Context: an optimization exercise on an open-source flow, tuned for small area and a short achievable clock period. The choices shown serve that exercise and are no tape-out recipe. In this exercise RTL edits were held to simulation tests only and were not proved equivalent to the original. Power and IR drop assume default switching activity.

[run.sh]
#!/bin/bash
# synth_recipe.tcl (not shown) runs the flow's synth.tcl, then flattens the netlist and writes it again
# the make line also repeats each setting of config.mk as NAME=value (left out here)
make -C /OpenROAD-flow-scripts/flow DESIGN_CONFIG=/design/flow/config.mk WORK_HOME=/design/flow/orfs CLKGATE_MAP_FILE= SYNTH_SCRIPT=/design/flow/synth_recipe.tcl finish
[constraint.sdc]
create_clock -name core_clock -period 20.0 [get_ports {clk}]
set_input_delay 4.0000 -clock core_clock [delete_from_list [all_inputs] [get_ports {clk}]]
set_output_delay 4.0000 -clock core_clock [all_outputs]
set_load 0.01 [all_outputs]
[design.v]
module filter_chain (
    input  wire        clk,
    input  wire        rst,
    input  wire        cfg_lane,         
    input  wire [2:0]  cfg_cic_order,    
    input  wire [12:0] cfg_cic_decim,    
    input  wire [5:0]  cfg_cic_shift,    
    input  wire [4:0]  cfg_fir_decim,    
    input  wire [5:0]  cfg_fir_taps,     
    input  wire [5:0]  cfg_fir_shift,    
    input  wire        cfg_dcb_en,
    input  wire [4:0]  cfg_dcb_k,        
    input  wire        coef_we,
    input  wire [4:0]  coef_addr,
    input  wire [23:0] coef_data,
    input  wire        start,
    output reg         running,
    input  wire        in_valid,
    input  wire        in_bit,
    input  wire [13:0] in_sample,
    output reg         out_valid,
    output reg  [23:0] out_data,
    output reg         out_ovf,
    output reg         out_settle,
    output reg         out_frozen
);
    localparam W = 62;    
    function [2*W-1:0] csa62;
        input [W-1:0] a, b, c;
        csa62 = {((a & b) | (a & c) | (b & c)) << 1, a ^ b ^ c};
    endfunction
    function [97:0] csa49;
        input [48:0] a, b, c;
        csa49 = {((a & b) | (a & c) | (b & c)) << 1, a ^ b ^ c};
    endfunction
    reg  [2:0]  r_order;
    reg  [12:0] r_decim;
    reg  [5:0]  r_cshift;
    reg  [4:0]  r_fdecim;
    reg  [5:0]  r_taps;
    reg  [5:0]  r_fshift;
    reg         r_dcb_en;
    reg  [4:0]  r_dcb_k;
    always @(posedge clk) begin
        r_order  <= cfg_cic_order;
        r_decim  <= cfg_cic_decim;
        r_cshift <= cfg_cic_shift;
        r_fdecim <= cfg_fir_decim;
        r_taps   <= cfg_fir_taps;
        r_fshift <= cfg_fir_shift;
        r_dcb_en <= cfg_dcb_en;
        r_dcb_k  <= cfg_dcb_k;
    end
    wire [4:0]  r_dcb_k_m4 = r_dcb_k - 5'd4;
    wire [4:0]  r_dcb_x    = 5'd20 - r_dcb_k;
    reg  [12:0] d_decim_m1;     
    reg  [3:0]  d_fdecim_m1;    
    reg  [5:0]  d_taps_m1;      
    reg  [5:0]  d_taps;         
    reg  [3:0]  d_ipass;        
    reg         d_d1;           
    reg  [4:1]  d_n;            
    reg  [6:0]  d_span;         
    reg  [4:0]  d_ka0, d_ka1n;  
    reg  [3:0]  d_kb0, d_kb1n;  
    reg  [4:0]  d_xa;           
    reg  [3:0]  d_xb;           
    always @(posedge clk) begin
        d_decim_m1  <= r_decim - 13'd1;
        d_fdecim_m1 <= r_fdecim[3:0] - 4'd1;
        d_taps_m1   <= r_taps - 6'd1;
        d_taps      <= r_taps;
        d_ipass[0]  <= r_order < 3'd4 || r_decim == 13'd1;
        d_ipass[1]  <= r_order < 3'd3 || r_decim == 13'd1;
        d_ipass[2]  <= r_order < 3'd2 || r_decim == 13'd1;
        d_ipass[3]  <= r_decim == 13'd1;
        d_d1        <= r_decim == 13'd1;
        d_n[1]      <= r_order == 3'd1;
        d_n[2]      <= r_order == 3'd2;
        d_n[3]      <= r_order == 3'd3;
        d_n[4]      <= r_order == 3'd4;
        d_span      <= {4'd0, r_order} + {1'b0, r_taps} + (r_dcb_en ? {2'd0, r_fdecim} : 7'd0);
        d_ka0       <= 5'd1 << r_dcb_k_m4[4:2];
        d_ka1n      <= ~(5'd1 << r_dcb_k_m4[4:2]);
        d_kb0       <= 4'd1 << r_dcb_k_m4[1:0];
        d_kb1n      <= ~(4'd1 << r_dcb_k_m4[1:0]);
        d_xa        <= 5'd1 << r_dcb_x[4:2];
        d_xb        <= 4'd1 << r_dcb_x[1:0];
    end
    reg clr;    
    reg idle;   
    always @(posedge clk) begin
        if (rst) begin
            running <= 1'b0;
            idle    <= 1'b1;
            clr     <= 1'b0;
        end else begin
            clr <= start && idle;
            if (start && idle) begin
                running <= 1'b1;
                idle    <= 1'b0;
            end
        end
    end
    reg        v0;
    reg [13:0] x0;
    always @(posedge clk) begin
        if (rst)
            v0 <= 1'b0;
        else
            v0 <= !idle && in_valid;
        x0 <= cfg_lane ? in_sample : (in_bit ? 14'd1 : 14'h3fff);
    end
    reg  [W-1:0] i0, i1, i2, i3;
    reg          v1, v2, v3;
    reg  [12:0]  dcnt;
    reg          f1, f2, f3, f4, f5, f6, f7, f8;
    wire         f0 = v0 && (dcnt == d_decim_m1);
    wire [W-1:0] x0e = {{(W-14){x0[13]}}, x0};
    always @(posedge clk) begin
        if (rst) begin
            v1 <= 1'b0; v2 <= 1'b0; v3 <= 1'b0;
            f1 <= 1'b0; f2 <= 1'b0; f3 <= 1'b0; f4 <= 1'b0;
            f5 <= 1'b0; f6 <= 1'b0; f7 <= 1'b0; f8 <= 1'b0;
        end else begin
            v1 <= v0; v2 <= v1; v3 <= v2;
            f1 <= f0; f2 <= f1; f3 <= f2; f4 <= f3;
            f5 <= f4; f6 <= f5; f7 <= f6; f8 <= f7;
        end
    end
    wire [W-1:0] i0_s = i0 + x0e;
    wire [W-1:0] i1_s, i2_s, i3_s;
    fc_add #(.W(W)) u_i1 (.a(i1), .b(i0), .ci(1'b0), .s(i1_s));
    fc_add #(.W(W)) u_i2 (.a(i2), .b(i1), .ci(1'b0), .s(i2_s));
    fc_add #(.W(W)) u_i3 (.a(i3), .b(i2), .ci(1'b0), .s(i3_s));
    always @(posedge clk) begin
        if (clr) begin
            i0 <= {W{1'b0}};
            i1 <= {W{1'b0}};
            i2 <= {W{1'b0}};
            i3 <= {W{1'b0}};
            dcnt <= 13'd0;
        end else begin
            if (d_ipass[0])
                i0 <= x0e;
            else if (v0)
                i0 <= i0_s;
            if (d_ipass[1])
                i1 <= i0;
            else if (v1)
                i1 <= i1_s;
            if (d_ipass[2])
                i2 <= i1;
            else if (v2)
                i2 <= i2_s;
            if (d_ipass[3])
                i3 <= i2;
            else if (v3)
                i3 <= i3_s;
            if (v0)
                dcnt <= f0 ? 13'd0 : dcnt + 13'd1;
        end
    end
    reg  [W-1:0] cd0, cd1, cd2, cd3;
    reg  [W-1:0] qa, qb;
    reg          sa_a, sa_bn, sb_a, sb_bn;    
    wire [W-1:0] ua_a = sa_a  ? qa  : i3;
    wire [W-1:0] ua_b = sa_bn ? cd0 : cd1;
    wire [W-1:0] ub_a = sb_a  ? qb  : qa;
    wire [W-1:0] ub_b = sb_bn ? cd2 : cd3;
    always @(posedge clk) begin
        sa_a  <= f4 && !d_d1;
        sa_bn <= !(f4 && !d_d1);
        sb_a  <= f6 && !d_d1;
        sb_bn <= !(f6 && !d_d1);
        qa <= ua_a - ua_b;
        qb <= ub_a - ub_b;
        if (clr) begin
            cd0 <= {W{1'b0}};
            cd1 <= {W{1'b0}};
            cd2 <= {W{1'b0}};
            cd3 <= {W{1'b0}};
        end else if (!d_d1) begin
            if (f4)
                cd0 <= i3;
            if (f5 && d_n[4:2] != 3'b000)
                cd1 <= qa;
            if (f6 && d_n[4:3] != 2'b00)
                cd2 <= qa;
            if (f7 && d_n[4])
                cd3 <= qb;
        end
    end
    wire         cf = d_d1 ? f6 : f8;
    wire [W:0] cv2 = {qb, 1'b0};
    wire [W:0] ceq = ~(cv2 ^ {(W+1){cv2[W]}});
    reg  [W+1:0] csuf;    
    integer cs_i;
    always @(*) begin
        csuf[W+1] = 1'b1;
        for (cs_i = W; cs_i >= 0; cs_i = cs_i - 1)
            csuf[cs_i] = csuf[cs_i + 1] & ceq[cs_i];
    end
    wire [6:0] cfit_at = 7'd25 + {1'b0, r_cshift};
    wire       cfit = (cfit_at > W) ? 1'b1 : csuf[cfit_at];
    wire [W:0] cw = $signed(cv2) >>> r_cshift;
    reg        cr_fit, cr_sgn;
    reg [25:0] cr_w;
    always @(posedge clk) begin
        if (cf) begin
            cr_fit <= cfit;
            cr_sgn <= qb[W-1];
            cr_w   <= cw[25:0];
        end
    end
    wire [26:0] cr_sum = {cr_w[25], cr_w} + 27'd1;
    wire [25:0] cr_r   = cr_sum[26:1];
    wire        cr_hi  = cr_fit ? (!cr_r[25] && cr_r[24:23] != 2'b00) : !cr_sgn;
    wire        cr_lo  = cr_fit ? ( cr_r[25] && cr_r[24:23] != 2'b11) :  cr_sgn;
    wire [24:0] cic_x  = {cr_hi | cr_lo,
                          cr_hi ? 24'h7fffff : cr_lo ? 24'h800000 : cr_r[23:0]};
    reg  [24:0] ring [0:32];
    reg  [5:0]  hd, hdp;       
    reg  [24:0] pb;            
    reg         pb_v;
    reg         cw_v;          
    reg  [6:0]  seen;          
    reg  [3:0]  fcnt;
    wire        opp   = (hd == d_taps_m1);    
    wire        ins   = (pb_v || cw_v) && opp;
    wire [24:0] isrc  = pb_v ? pb : cic_x;
    wire        mfire = ins && (fcnt == d_fdecim_m1);
    wire        hd_z  = ins || clr || (hd >= d_taps);
    wire [6:0]  seen_n = (ins && seen != 7'd127) ? seen + 7'd1 : seen;
    wire        pb_ld = cf && cw_v && !(ins && !pb_v);
    integer ri;
    always @(posedge clk) begin
        ring[0] <= ins ? isrc : ring[d_taps];
        for (ri = 1; ri < 33; ri = ri + 1)
            ring[ri] <= ring[ri-1];
        hd  <= hd_z ? 6'd0 : hdp;
        hdp <= hd_z ? 6'd1 : hdp + 6'd1;
        if (pb_ld)
            pb <= cic_x;
    end
    always @(posedge clk) begin
        if (rst) begin
            cw_v <= 1'b0;
            pb_v <= 1'b0;
        end else begin
            if (pb_ld)
                pb_v <= 1'b1;
            else if (ins && pb_v)
                pb_v <= 1'b0;
            if (cf)
                cw_v <= 1'b1;
            else if (ins && !pb_v)
                cw_v <= 1'b0;
        end
    end
    always @(posedge clk) begin
        if (clr) begin
            seen <= 7'd0;
            fcnt <= 4'd0;
        end else begin
            seen <= seen_n;
            if (ins)
                fcnt <= (fcnt == d_fdecim_m1) ? 4'd0 : fcnt + 4'd1;
        end
    end
    reg [23:0] coef [0:31];
    reg        cb_we;
    reg [4:0]  cb_a;
    reg [23:0] cb_d;
    always @(posedge clk) begin
        cb_we <= coef_we && idle;
        cb_a  <= coef_addr;
        cb_d  <= coef_data;
        if (cb_we)
            coef[cb_a] <= cb_d;
    end
    reg  [11:0] cq_n, cq_1, cq_2;    
    reg         cqv;           
    reg         mact;          
    reg         msettle;
    wire        nxt_v = hd_z || (hdp < {1'b0, seen});
    wire [23:0] nxt_c = nxt_v ? (hd_z ? coef[0] : coef[hdp[4:0]]) : 24'd0;
    wire [24:0] bc    = {nxt_c, 1'b0};
    reg  [11:0] bd_n, bd_1, bd_2;
    integer bdi;
    always @(*) begin
        for (bdi = 0; bdi < 12; bdi = bdi + 1) begin
            bd_n[bdi] = bc[2*bdi+2];
            bd_1[bdi] = bc[2*bdi+1] ^ bc[2*bdi];
            bd_2[bdi] = (bc[2*bdi+2] && !bc[2*bdi+1] && !bc[2*bdi]) ||
                        (!bc[2*bdi+2] && bc[2*bdi+1] && bc[2*bdi]);
        end
    end
    always @(posedge clk) begin
        cq_n <= bd_n;
        cq_1 <= bd_1;
        cq_2 <= bd_2;
        cqv <= nxt_v;
        if (rst)
            mact <= 1'b0;
        else if (ins)
            mact <= mfire;
        else if (opp)
            mact <= 1'b0;
        if (ins && mfire)
            msettle <= seen_n < d_span;
    end
    wire [23:0] bx  = ring[0][23:0];
    wire [25:0] bx1 = {{2{bx[23]}}, bx};
    wire [25:0] bx2 = {bx[23], bx, 1'b0};
    reg  [48:0] brow [0:12];
    reg  [25:0] bsel;
    integer bi;
    always @(*) begin
        for (bi = 0; bi < 12; bi = bi + 1) begin
            bsel = (cq_1[bi] ? bx1 : cq_2[bi] ? bx2 : 26'd0) ^ {26{cq_n[bi]}};
            if (bi == 0)
                brow[bi] = {21'd0, !bsel[25], bsel[25], bsel[25], bsel[24:0]};
            else
                brow[bi] = ({20'd0, 1'b1, !bsel[25], bsel[24:0], 1'b0, cq_n[bi-1]} << (2*bi - 2));
        end
        brow[12] = {26'd0, cq_n[11], 22'd0};
    end
    wire [97:0] ml1a = csa49(brow[0],  brow[1],  brow[2]);
    wire [97:0] ml1b = csa49(brow[3],  brow[4],  brow[5]);
    wire [97:0] ml1c = csa49(brow[6],  brow[7],  brow[8]);
    wire [97:0] ml1d = csa49(brow[9],  brow[10], brow[11]);
    wire [97:0] ml2a = csa49(ml1a[48:0], ml1a[97:49], ml1b[48:0]);
    wire [97:0] ml2b = csa49(ml1b[97:49], ml1c[48:0], ml1c[97:49]);
    wire [97:0] ml2c = csa49(ml1d[48:0], ml1d[97:49], brow[12]);
    wire [97:0] ml3a = csa49(ml2a[48:0], ml2a[97:49], ml2b[48:0]);
    wire [97:0] ml3b = csa49(ml2b[97:49], ml2c[48:0], ml2c[97:49]);
    wire [97:0] ml4  = csa49(ml3a[48:0], ml3a[97:49], ml3b[48:0]);
    wire [97:0] ml6  = csa49(ml4[48:0], ml4[97:49], ml3b[97:49]);
    reg  [48:0] ps, pc;        
    reg         pa, plast, povf, psettle;
    always @(posedge clk) begin
        ps <= ml6[48:0];
        pc <= ml6[97:49];
        if (rst)
            pa <= 1'b0;
        else
            pa <= mact;
        plast   <= opp;
        povf    <= ring[0][24] && cqv;
        psettle <= msettle;
    end
    reg  signed [47:0] acc, res;
    reg         aovf, rovf, rsettle, adone;
    wire [97:0] acc_cs  = csa49({acc[47], acc}, ps, pc);
    wire [48:0] acc_sum = acc_cs[48:0] + acc_cs[97:49];
    wire acc_hi = (acc_sum[48:47] == 2'b01);
    wire acc_lo = (acc_sum[48:47] == 2'b10);
    wire [47:0] acc_sat = acc_hi ? {1'b0, {47{1'b1}}} : acc_lo ? {1'b1, {47{1'b0}}} : acc_sum[47:0];
    wire        aovf_n  = aovf | povf | acc_hi | acc_lo;
    always @(posedge clk) begin
        if (clr) begin
            acc  <= 48'd0;
            aovf <= 1'b0;
        end else if (pa) begin
            acc  <= plast ? 48'd0 : acc_sat;
            aovf <= plast ? 1'b0 : aovf_n;
        end
        if (pa && plast) begin
            res     <= acc_sat;
            rovf    <= aovf_n;
            rsettle <= psettle;
        end
        if (rst)
            adone <= 1'b0;
        else
            adone <= pa && plast;
    end
    wire [48:0] fv2 = {res, 1'b0};
    wire [48:0] feq = ~(fv2 ^ {49{fv2[48]}});
    reg  [49:0] fsuf;
    integer fs_i;
    always @(*) begin
        fsuf[49] = 1'b1;
        for (fs_i = 48; fs_i >= 0; fs_i = fs_i - 1)
            fsuf[fs_i] = fsuf[fs_i + 1] & feq[fs_i];
    end
    wire [6:0]  ffit_at = 7'd25 + {1'b0, r_fshift};
    wire        ffit = (ffit_at > 7'd48) ? 1'b1 : fsuf[ffit_at];
    wire [48:0] fw = $signed(fv2) >>> r_fshift;
    reg         fr_v, fr_fit, fr_sgn, fr_ovf, fr_settle;
    reg  [25:0] fr_w;
    always @(posedge clk) begin
        if (rst)
            fr_v <= 1'b0;
        else
            fr_v <= adone;
        if (adone) begin
            fr_fit    <= ffit;
            fr_sgn    <= res[47];
            fr_w      <= fw[25:0];
            fr_ovf    <= rovf;
            fr_settle <= rsettle;
        end
    end
    wire [26:0] fr_sum = {fr_w[25], fr_w} + 27'd1;
    wire [25:0] fr_r   = fr_sum[26:1];
    wire        fr_hi  = fr_fit ? (!fr_r[25] && fr_r[24:23] != 2'b00) : !fr_sgn;
    wire        fr_lo  = fr_fit ? ( fr_r[25] && fr_r[24:23] != 2'b11) :  fr_sgn;
    reg         fv;
    reg  [23:0] fy;
    wire [23:0] fy_n = fr_hi ? 24'h7fffff : fr_lo ? 24'h800000 : fr_r[23:0];
    reg         fy_ovf, fy_settle;
    always @(posedge clk) begin
        if (rst)
            fv <= 1'b0;
        else
            fv <= fr_v;
        if (fr_v) begin
            fy        <= fy_n;
            fy_ovf    <= fr_ovf | fr_hi | fr_lo;
            fy_settle <= fr_settle;
        end
    end
    reg  [47:0] dm;
    wire [25:0] dd = {{2{fy[23]}}, fy} + {{2{~dm[47]}}, ~dm[47:24]} + {25'd0, ~dm[23]};
    wire        dd_hi = !dd[25] && dd[24:23] != 2'b00;
    wire        dd_lo =  dd[25] && dd[24:23] != 2'b11;
    reg  [47:0] dm_t, dm_sh;
    reg  [4:0]  dsa;
    reg  [3:0]  dsb;
    integer dsi, dsj;
    always @(*) begin
        for (dsi = 0; dsi < 48; dsi = dsi + 1) begin
            dsa = (dsi < 24) ? d_ka0 : ~d_ka1n;
            dm_t[dsi] = 1'b0;
            for (dsj = 0; dsj < 5; dsj = dsj + 1)
                dm_t[dsi] = dm_t[dsi] | (dsa[dsj] & ((dsi + 4 + 4*dsj < 48) ? dm[dsi + 4 + 4*dsj] : dm[47]));
        end
        for (dsi = 0; dsi < 48; dsi = dsi + 1) begin
            dsb = (dsi < 24) ? d_kb0 : ~d_kb1n;
            dm_sh[dsi] = 1'b0;
            for (dsj = 0; dsj < 4; dsj = dsj + 1)
                dm_sh[dsi] = dm_sh[dsi] | (dsb[dsj] & ((dsi + dsj < 48) ? dm_t[dsi + dsj] : dm[47]));
        end
    end
    wire [47:0] dx_e = {{24{fy[23]}}, fy};
    reg  [47:0] dx_t, dx_sh;
    integer dxi, dxj;
    always @(*) begin
        for (dxi = 0; dxi < 48; dxi = dxi + 1) begin
            dx_t[dxi] = 1'b0;
            for (dxj = 0; dxj < 5; dxj = dxj + 1)
                dx_t[dxi] = dx_t[dxi] | (d_xa[dxj] & ((dxi - 4 - 4*dxj >= 0) ? dx_e[dxi - 4 - 4*dxj] : 1'b0));
        end
        for (dxi = 0; dxi < 48; dxi = dxi + 1) begin
            dx_sh[dxi] = 1'b0;
            for (dxj = 0; dxj < 4; dxj = dxj + 1)
                dx_sh[dxi] = dx_sh[dxi] | (d_xb[dxj] & ((dxi - dxj >= 0) ? dx_t[dxi - dxj] : 1'b0));
        end
    end
    reg  [20:0] dlow;    
    integer dl_i;
    always @(*) begin
        dlow[0] = 1'b1;
        for (dl_i = 1; dl_i < 21; dl_i = dl_i + 1)
            dlow[dl_i] = dlow[dl_i - 1] & !dm[dl_i - 1];
    end
    wire        dz = dlow[r_dcb_k];
    wire [47:0] dm_s = dm ^ ~dm_sh ^ dx_sh;
    wire [47:0] dm_c = {(dm & ~dm_sh) | (dm & dx_sh) | (~dm_sh & dx_sh), dz};
    wire [47:0] dm_nxt = dm_s + dm_c;
    always @(posedge clk) begin
        if (clr)
            dm <= 48'd0;
        else if (fv && !fy_ovf)
            dm <= dm_nxt;
        if (rst)
            out_valid <= 1'b0;
        else
            out_valid <= fv;
        if (fv) begin
            out_settle <= fy_settle;
            if (r_dcb_en) begin
                out_data   <= dd_hi ? 24'h7fffff : dd_lo ? 24'h800000 : dd[23:0];
                out_ovf    <= fy_ovf | dd_hi | dd_lo;
                out_frozen <= fy_ovf;
            end else begin
                out_data   <= fy;
                out_ovf    <= fy_ovf;
                out_frozen <= 1'b0;
            end
        end
    end
endmodule
module fc_add #(parameter W = 62) (
    input  wire [W-1:0] a,
    input  wire [W-1:0] b,
    input  wire         ci,
    output wire [W-1:0] s
);
    localparam TOP = (W > 32) ? 32 : (W > 16) ? 16 : (W > 8) ? 8 : (W > 4) ? 4 : 2;
    reg [W-1:0] g, p, gg, pp;
    integer l, i;
    always @(*) begin
        g = a & b;
        p = a ^ b;
        g[0] = g[0] | (p[0] & ci);
        gg = g;
        pp = p;
        for (l = 1; l < W; l = l * 2)
            for (i = 2*l - 1; i < W; i = i + 2*l) begin
                gg[i] = gg[i] | (pp[i] & gg[i-l]);
                pp[i] = pp[i] & pp[i-l];
            end
        for (l = TOP / 2; l >= 1; l = l / 2)
            for (i = 3*l - 1; i < W; i = i + 2*l) begin
                gg[i] = gg[i] | (pp[i] & gg[i-l]);
                pp[i] = pp[i] & pp[i-l];
            end
    end
    assign s = p ^ {gg[W-2:0], ci};
endmodule
[config.mk]
export PLATFORM = sky130hd
export DESIGN_NAME = filter_chain
export DESIGN_NICKNAME = filter_chain
export VERILOG_FILES = /design/flow/design.v
export SDC_FILE = /design/flow/constraint.sdc
export NUM_CORES = 4
export LEC_CHECK = 0
export CAP_MARGIN = 20
export CORE_MARGIN = 2
export CORE_UTILIZATION = 55
export SLEW_MARGIN = 20
==> run summary <==
metal layers:
layer  global-route usage  share of wire
met2                0.469           0.46
met5                    0       0.000033
met3               0.0391          0.066
met4               0.0899          0.030
met1                0.404           0.44
per-stage QoR:
step	util	instances	hold slack (ns)	total power (µW)	instance area [µm²]
after CTS	0.608	17197	0.321	26400	159000
after floorplan	-	13612	0.323	16400	145000
final	0.609	17210	0.320	26100	160000
after detailed placement	0.569	16639	0.331	20600	149000
after global routing	0.609	17209	0.323	28400	160000
after global placement	0.568	16636	0.332	20200	149000
area by class of cell:
cell class / instances / area (µm²) / share of cell area
Multi-Input combinational cell: 9319 / 72600 / 0.455
Inverter: 638 / 2390 / 0.0150
Clock buffer: 443 / 8960 / 0.0562
Clock inverter: 115 / 1390 / 0.00871
Tap cell: 3515 / 4400 / 0.0276
Antenna cell: 4 / 10.0 / 0.0000627
Sequential cell: 2851 / 67000 / 0.420
Timing Repair Buffer: 325 / 2880 / 0.0180
cell usage after synthesis, types with 324 or more instances:
library cell	n	area share
dfxtp_1	1871	0.26
nand2_1	1431	0.037
a21oi_1	1043	0.036
mux4_2	324	0.050
inv_1	626	0.016
clkbuf_1	667	0.017
fa_1	424	0.059
mux2i_1	359	0.025
ha_1	621	0.054
xnor2_1	432	0.026
a22oi_1	484	0.025
o21ai_0	624	0.022
xor2_1	336	0.020
edfxtp_1	980	0.20
nor2_1	912	0.024
sequential cells by signal (all words and copies together), names as in the netlist, 26 cells and up:
name  cells
acc      48
cd0      62
cd1      62
cd2      62
cd3      62
coef    768
cr_w     26
dm       48
fr_w     26
i0       62
i1       62
i2       62
i3       62
pc       43
ps       49
qa       62
qb       62
res      48
ring    825
path summary, 6_finish.rpt:
check / from / end / slack [ns]
max reg2reg: d_xa[0] / dm[47] / 14.35
max: running / running / 14.19
min reg2reg: ring[10][18] / ring[11][18] / 0.32
min: ring[10][18] / ring[11][18] / 0.32
power by group through the flow:
| stage | sequential, µW | clock (µW) | combinational, µW |
|---|---|---|---|
| final | 7670 | 5820 | 12600 |
| after global routing | 7750 | 6130 | 14600 |
| after CTS | 7670 | 5910 | 12800 |
| after detailed placement | 7790 | 0 | 12800 |
| after global placement | 7780 | 0 | 12500 |
| after floorplan | 7380 | 0 | 9020 |
cell families after synthesis:
family                     Yosys count
AOI/OAI and AO/OA                 3472
and+or+nand+nor                   3188
DFF                               2851
buffers and inverters             1442
adders and majority gates         1064
muxes                              827
xor gates and xnor gates           768
==> qor.yml <==
status: "complete, no violations"
synthArstFlopShare: 0
syn_inst: 13612
rr_worst_depth: 18
die_h_um: 517
routed_wl_mm: 393
timing.final.ws_setup_ns: 14.19
holdBufCountCts: 0
fin_tns_setup_ns: 0
grt_max_degree: 93
core_region_area_um2: 262000
drive_gt1_frac: 0.101
arrival_ns: 1.81
power_frac_clock: 0.223
ir_drop_mv: 0.421
overflow: 0
synth_top_family_by_area: "compound AO/OA/AOI/OAI gates"
pre_cts_ws_ns: 14.37
synth-seq-cells: 2851
avgRoutedWirePerCell_um: 22.9
io-pin-count: 124
final_hold_viol_count: 0
clkLatencyLatePin_ns: 0.91
postCtsSetupBuffers: 0
dp_hpwl_mm: 264
die_x_um: 517
yosysWarnings: 4
start_kind: "register"
cp_num_buf_inv: 1
p_comb_frac: 0.483
grt_use_total: 0.290
pwr_density_cell_nw_per_um2: 164
ant_nets: 0
drt_first_pass_iters: 11
max-clock-path-buffers: 4
syn_nets: 14752
synth_fa_ha_area_frac: 0.114
path_depth: 1
switchingPower_uw: 10300
numCtsBuffers: 308
gp_congestion: 0.936
min_path_cells: 0
antenna_found_initial: 7
synth_compound_area_frac: 0.157
num_vias: 104604
cpLargestDelayFamily: "buffers and inverters"
drc: 0
fmax_ghz: 0.172
p_leak_uw: 0.0633
rows: 188
final_common_cell: "dfxtp_1"
cts_resized: 0
worstPathMaxFanout: 2
dieArea_um2: 267000
drt_iter0_markers: 9710
htree_levels: 5
final_cell_mix: "dfxtp_1, nand2_1, a21oi_1"
cts-root-buf: "clkbuf_16"
synth-simple-area-share: 0.0963
slowest_delay_ns: 0.56
sw_frac_of_total: 0.395
path_cells: "clkdlybuf4s50_1"
fin_skew_ns: 0.0688
synth_mux_area_frac: 0.0865
worst_pin_slew_ns: 1.14
critical_path.slowest_cell: "clkdlybuf4s50_1"
finalCritPeriodShare: 0.290
post-route-min-period_ns: 5.81
internal-power_uw: 15800
synthesis.area_um2: 145000
yosysSeqAreaShare: 0.462
io_buffer_count: 123
synth_edf_count: 980
clkSinkCount: 2851
synth_cell_types: 101
rsz0062_at_grt: "false"
power_frac_seq: 0.294
nets: 14583
setup_viol: 0
hold_path.class: "register to register"
avgSynthCellArea_um2: 10.6
path_class: "register to output pin"
relSlewSlack: 0.242
grt_pass1_wl_mm: 607
synthXorXnorAreaFrac: 0.0465
cp.required_ns: 16.00
maxSlewViolCount: 0
grt_pass1_vias: 103425
cts_tree: "yes"
cap_violations: 0
clk_pin_slew_ns: 0.06
synth_flop_cell: "dfxtp_1"
syn2layout_area_growth_pct: 10.3
initial_utilization: 0.552
viasPerCell: 6.08
fillCellCount: 21688
endpoint_kind: "output pin"

## afterwards: timing with drivers on the ports
No port has a modelled driver above. Below, the same layout with a new extraction and two added sets of constraints. Step 1: set_driving_cell puts a clkbuf_16 on clk and a buf_2 on each other input, an assumption about the parent block. Step 2 times the ports against the registers' clock, not the clock port: input delays grow and output delays shrink by t, the midpoint of the rising clock arrivals with the driver on. Three values: ideal ports, drivers, drivers and shift; two values: the first two.
t, ns: 0.974
setup WS [ns]: 14.191 / 14.098 / 14.347
worst slew at a driven data input, ns: 0.17
After both steps setup and hold are still met in this run. For this run, drivers alone change the setup slack by -0.093 ns; drivers and shift together by +0.156 ns.
